From an optimization exercise on the open Yosys and OpenROAD flow, aimed at small area, a short achievable clock period and few clock cycles; shortcuts taken in it are not production practice. The RTL was checked by simulation tests, not by an equivalence proof against the original design.

==> config.mk <==
export PLATFORM = sky130hd
export DESIGN_NAME = vt3_scan_check
export DESIGN_NICKNAME = vt3_scan_check
export VERILOG_FILES = /design/flow/design.v
export SDC_FILE = /design/flow/constraint.sdc
export NUM_CORES = 4
export LEC_CHECK = 0
export CAP_MARGIN = 20
export CORE_MARGIN = 2
export CORE_UTILIZATION = 40
export SLEW_MARGIN = 20
==> constraint.sdc <==
create_clock -name core_clock -period 22.0 [get_ports {clk}]
set_input_delay 4.4000 -clock core_clock [delete_from_list [all_inputs] [get_ports {clk}]]
set_output_delay 4.4000 -clock core_clock [all_outputs]
set_load 0.01 [all_outputs]
==> design.v <==
module vt3_crc64_step (
    input  wire [31:0] crc_in,
    input  wire [63:0] data,
    output reg  [31:0] crc_out
);
    localparam [31:0] POLY = 32'h82F6_3B78;
    integer i;
    reg fb;
    always @* begin
        crc_out = crc_in;
        for (i = 0; i < 64; i = i + 1) begin
            fb = crc_out[0] ^ data[i];
            crc_out = {1'b0, crc_out[31:1]} ^ (fb ? POLY : 32'h0);
        end
    end
endmodule
module vt3_scan_check (
    input  wire        clk,
    input  wire        rst,           
    input  wire        req_valid,
    output wire        req_ready,
    input  wire [1:0]  req_id,
    input  wire        req_cont,
    input  wire [23:0] req_len,       
    input  wire [31:0] req_tag,
    input  wire [31:0] req_a,
    input  wire [31:0] req_b,
    input  wire        word_valid,
    output wire        word_ready,
    input  wire [63:0] word,
    output reg         res_valid,
    output reg  [1:0]  res_id,
    output reg  [31:0] res_check
);
    localparam DEPTH = 8;
    reg [31:0] q_tag  [0:DEPTH-1];
    reg [31:0] q_a    [0:DEPTH-1];
    reg [31:0] q_b    [0:DEPTH-1];
    reg [23:0] q_len  [0:DEPTH-1];
    reg        q_cont [0:DEPTH-1];
    reg [1:0]  q_id   [0:DEPTH-1];
    reg [2:0] wr_ptr;
    reg [2:0] rd_ptr;
    reg [3:0] count;
    wire push = req_valid && req_ready;
    wire pop;
    assign req_ready = (count != DEPTH);
    always @(posedge clk) begin
        if (push) begin
            q_tag[wr_ptr]  <= req_tag;
            q_a[wr_ptr]    <= req_a;
            q_b[wr_ptr]    <= req_b;
            q_len[wr_ptr]  <= req_len;
            q_cont[wr_ptr] <= req_cont;
            q_id[wr_ptr]   <= req_id;
        end
    end
    always @(posedge clk) begin
        if (rst) begin
            wr_ptr <= 3'd0;
            rd_ptr <= 3'd0;
            count  <= 4'd0;
        end else begin
            if (push)
                wr_ptr <= wr_ptr + 3'd1;
            if (pop)
                rd_ptr <= rd_ptr + 3'd1;
            case ({push, pop})
                2'b10:   count <= count + 4'd1;
                2'b01:   count <= count - 4'd1;
                default: count <= count;
            endcase
        end
    end
    wire [31:0] fold_mid;
    wire [31:0] fold_state;
    vt3_crc64_step u_fold0 (
        .crc_in  (32'hFFFF_FFFF),
        .data    ({q_a[rd_ptr], q_tag[rd_ptr]}),
        .crc_out (fold_mid)
    );
    vt3_crc64_step u_fold1 (
        .crc_in  (fold_mid),
        .data    ({32'h0, q_b[rd_ptr]}),
        .crc_out (fold_state)
    );
    reg        busy;
    reg [31:0] crc;
    reg [23:0] remaining;
    reg [1:0]  cur_id;
    reg [31:0] saved [0:3];
    wire [31:0] crc_next;
    vt3_crc64_step u_word (
        .crc_in  (crc),
        .data    (word),
        .crc_out (crc_next)
    );
    assign pop        = !busy && (count != 4'd0);
    assign word_ready = busy;
    wire take = word_valid && word_ready;
    wire last = take && (remaining == 24'd0);
    always @(posedge clk) begin
        if (rst) begin
            busy      <= 1'b0;
            crc       <= 32'h0;
            remaining <= 24'd0;
            cur_id    <= 2'd0;
            saved[0]  <= 32'hFFFF_FFFF;
            saved[1]  <= 32'hFFFF_FFFF;
            saved[2]  <= 32'hFFFF_FFFF;
            saved[3]  <= 32'hFFFF_FFFF;
            res_valid <= 1'b0;
            res_id    <= 2'd0;
            res_check <= 32'h0;
        end else begin
            res_valid <= 1'b0;
            if (pop) begin
                busy      <= 1'b1;
                crc       <= q_cont[rd_ptr] ? saved[q_id[rd_ptr]] : fold_state;
                remaining <= q_len[rd_ptr];
                cur_id    <= q_id[rd_ptr];
            end else if (take) begin
                crc       <= crc_next;
                remaining <= remaining - 24'd1;
                if (last) begin
                    busy          <= 1'b0;
                    saved[cur_id] <= crc_next;
                    res_valid     <= 1'b1;
                    res_id        <= cur_id;
                    res_check     <= ~crc_next;
                end
            end
        end
    end
endmodule
==> run.sh <==
#!/bin/bash
# synth_recipe.tcl (not shown) runs the flow's synth.tcl, then flattens the netlist and writes it again
# the make line also repeats each setting of config.mk as NAME=value (left out here)
make -C /OpenROAD-flow-scripts/flow DESIGN_CONFIG=/design/flow/config.mk WORK_HOME=/design/flow/orfs CLKGATE_MAP_FILE= SYNTH_SCRIPT=/design/flow/synth_recipe.tcl finish
==> impl_metrics.json <==
{
  "routed_wl_um": 187000,
  "setup_slack_ns": 1.97,
  "dp_cells": 7011,
  "synthAdderAreaFrac": 0.00131,
  "synth-xor-area-share": 0.358,
  "antenna_found_initial": 33,
  "synthArstFlopShare": 0,
  "start_kind": "input pin",
  "cts_resized": 0,
  "seqCellArea_mm2": 0.0355,
  "ys_seq_area_frac": 0.488,
  "synth_edf_count": 1112,
  "detail_route.iter0.violations": 3155,
  "design.core.area_mm2": 0.181,
  "final_max_slew_viol_count": 0,
  "dieWidth_um": 430,
  "cp.arrival_ns": 20.66,
  "rsz0062_at_grt": "no",
  "synth_ff_type": "edfxtp_1",
  "rows": 156,
  "hold_buffers": 0,
  "muxShareOfSynthArea": 0.0964,
  "root_buffer": "clkbuf_16",
  "path_delay_family": "XOR/XNOR gates",
  "fin_crit_sh": 0.911,
  "ys_ff_latch": 1219,
  "dieArea_mm2": 0.185,
  "cts_tree": "built",
  "finalSetupViolations": 0,
  "whs_ns": 0.460,
  "synth_top_family_by_area": "XOR/XNOR gates",
  "fp.dieH_um": 430,
  "synth_compound_area_frac": 0.0169,
  "crit_slowest_cell": "xnor2_1",
  "drcViolationCount": 0,
  "multi_input_area_mm2": 0.0367,
  "critPathKind": "in -> reg",
  "fmax_ghz": 0.0499,
  "clock_sinks": 1219,
  "clk_pin_slew_worst_paths_ns": 0.06,
  "grtUsageTotal": 0.201,
  "dp_hpwl_um": 128000,
  "skew_ns": 0.0447,
  "start_util": 0.403,
  "hold_viol": 0,
  "num-nets-final": 4973,
  "cp.required_ns": 22.63,
  "grt_max_degree": 72,
  "dr.pass1.iters": 6,
  "area_growth_pct": 13.0,
  "instances_no_fill": 7254,
  "io_pins": 228,
  "gp_congestion": 0.875,
  "cts_setup_buffers": 0,
  "max_slew_margin": 0.237,
  "grt_pass1_vias": 39309,
  "cap_violations": 0,
  "syn_avg_cell_area_um2": 16.2,
  "period_needed_ns": 20.03,
  "drive_above_1_share": 0.144,
  "tightest_slew_ns": 1.14,
  "io_buffers": 227,
  "syn_nets": 4684,
  "cpMostUsedCell": "xnor2_1",
  "yosys.area_share.simple": 0.0298,
  "yosysUniqueCellTypes": 64,
  "cp.buffers_inverters": 1,
  "end_kind": "flip-flop",
  "cts_buffers": 132,
  "dpl_cell_area_mm2": 0.0781,
  "nFillCells": 15828,
  "via_count": 37673,
  "fin_util": 0.455,
  "drtAntennaViolNets": 0,
  "clock_latency_ns": 0.77,
  "synth_warnings": 2,
  "worstPathMaxFanout": 9,
  "status": "finished clean",
  "hp-class": "reg -> reg",
  "overflow": 0,
  "final_cell_area_mm2": 0.0822,
  "dp_slack_ns": 1.22,
  "tns_ns": 0,
  "grt_pass1_wl_um": 274000,
  "syn-instance-count": 4486,
  "viasPerCell": 5.19,
  "routedWlPerCell_um": 25.8,
  "ctsLongestPathBuffers": 3,
  "cts_htree_levels": 4,
  "netlist_area_mm2": 0.0728,
  "max_stage_delay_ns": 0.80
}
## path summary, 6_finish.rpt
kind	cells past startpoint	to	startpoint	slack [ns]
min	2	res_check[17]	res_check[17]	0.46
max	39	crc[20]	word[1]	1.97
max reg2reg	38	crc[18]	flip-flop	2.35
min reg2reg	2	res_check[17]	res_check[17]	0.46
## state kept, by name, indices dropped and copies added (netlist names), 4 cells and up, named ones only
signal / count
count: 4
crc: 32
q_a: 256
q_b: 256
q_cont: 8
q_id: 16
q_len: 192
q_tag: 256
remaining: 24
res_check: 32
saved: 128
## placed cells by master (no fill, tap or decap), types with 7 or more instances in the layout
cell,instances
a211oi_1,39
a21oi_1,56
a221oi_1,15
a31oi_1,14
and2_0,7
and2_1,9
buf_4,78
bufinv_16,8
clkbuf_1,38
clkbuf_16,134
clkdlybuf4s50_1,226
clkinv_1,20
clkinv_2,12
dfxtp_1,104
diode_2,10
edfxtp_1,1112
mux2_2,9
mux2i_1,106
mux2i_4,9
mux4_2,250
nand2_1,289
nand2b_1,8
nand3_1,20
nor2_1,126
nor3_1,22
o211ai_1,7
o21ai_0,31
xnor2_1,1057
xnor2_2,49
xnor2_4,19
xnor3_1,416
xnor3_2,35
xor2_1,339
xor2_2,22
xor2_4,18
xor3_1,51
xor3_2,9
## layout make-up
cell class                      instances  share of cell area
Multi-Input combinational cell       3110               0.446
Sequential cell                      1219               0.432
Clock buffer                          176              0.0432
Tap cell                             2370              0.0361
Timing Repair Buffer                  305              0.0349
Clock inverter                         57             0.00694
Inverter                                7            0.000320
Antenna cell                           10            0.000304
## logic make-up after synthesis
family / after synthesis
compound gates: 190
simple gates: 520
fa+ha+maj: 7
mux: 377
xor+xnor: 2016
buf+inv: 157
flops: 1219
## synthesized netlist by cell type, types with 19 or more instances
master    count  area [µm²]
a211oi_1     39         293
xor2_1      339        2970
xor2_2       22         358
nand3_1      20         100
xnor3_2      35         832
buf_1        25        93.8
mux2i_1     108        1080
edfxtp_1   1112       33400
mux4_2      250        5630
a21oi_1      56         280
nand2_1     289        1080
o21ai_0      31         155
nor2_1      130         488
xor3_1       51        1210
xnor2_4      19         523
buf_2        24         120
xnor2_1    1058        9270
xnor3_1     416        9370
clkbuf_1     92         345
nor3_1       26         130
dfxtp_1     107        2140
xnor2_2      48         781
## worst min-delay path, cell delays in order (launching register included)
cell and delay [ns]:
dfxtp_1 0.31, nand2_1 0.05, a21oi_1 0.05
## routing by layer
| layer | vias to the layer above | wire (µm) | part of all wire | global-route usage |
|---|---|---|---|---|
| met5 | - | 48 | 0.00026 | 0 |
| li1 | 17003 | - | - | - |
| met1 | 19424 | 83100 | 0.44 | 0.283 |
| met4 | 8 | 4350 | 0.023 | 0.0526 |
| met3 | 246 | 10000 | 0.054 | 0.0336 |
| met2 | 992 | 89400 | 0.48 | 0.325 |
Testbench counts, summed over its fixed seeds: cycles 9,815.

==> static timing again, ports no longer ideal <==
The results above use ideal ports. As a check the final layout listed here was re-extracted and re-timed, cells and wires unchanged. Step 1 sets driving cells, clkbuf_16 on the clock port and buf_2 on the other inputs (assumed; they add their load-dependent delay and slew). Step 2, shift: input delay + t, output delay - t, t = (earliest + latest rising clock arrival at the registers) / 2. This alone moves slack from input paths to output paths. Three values: ideal, step 1, step 2; two values: the first two.
t (ns): 0.826
setup WS [ns]: 1.969 / 2.019 / 1.193
worst setup path after step 2: input to register
worst data-port slew with drivers (ns): 0.20
After both steps setup and hold are still met in this run. For this run, drivers alone change the setup slack by +0.050 ns; drivers and shift together by -0.776 ns.
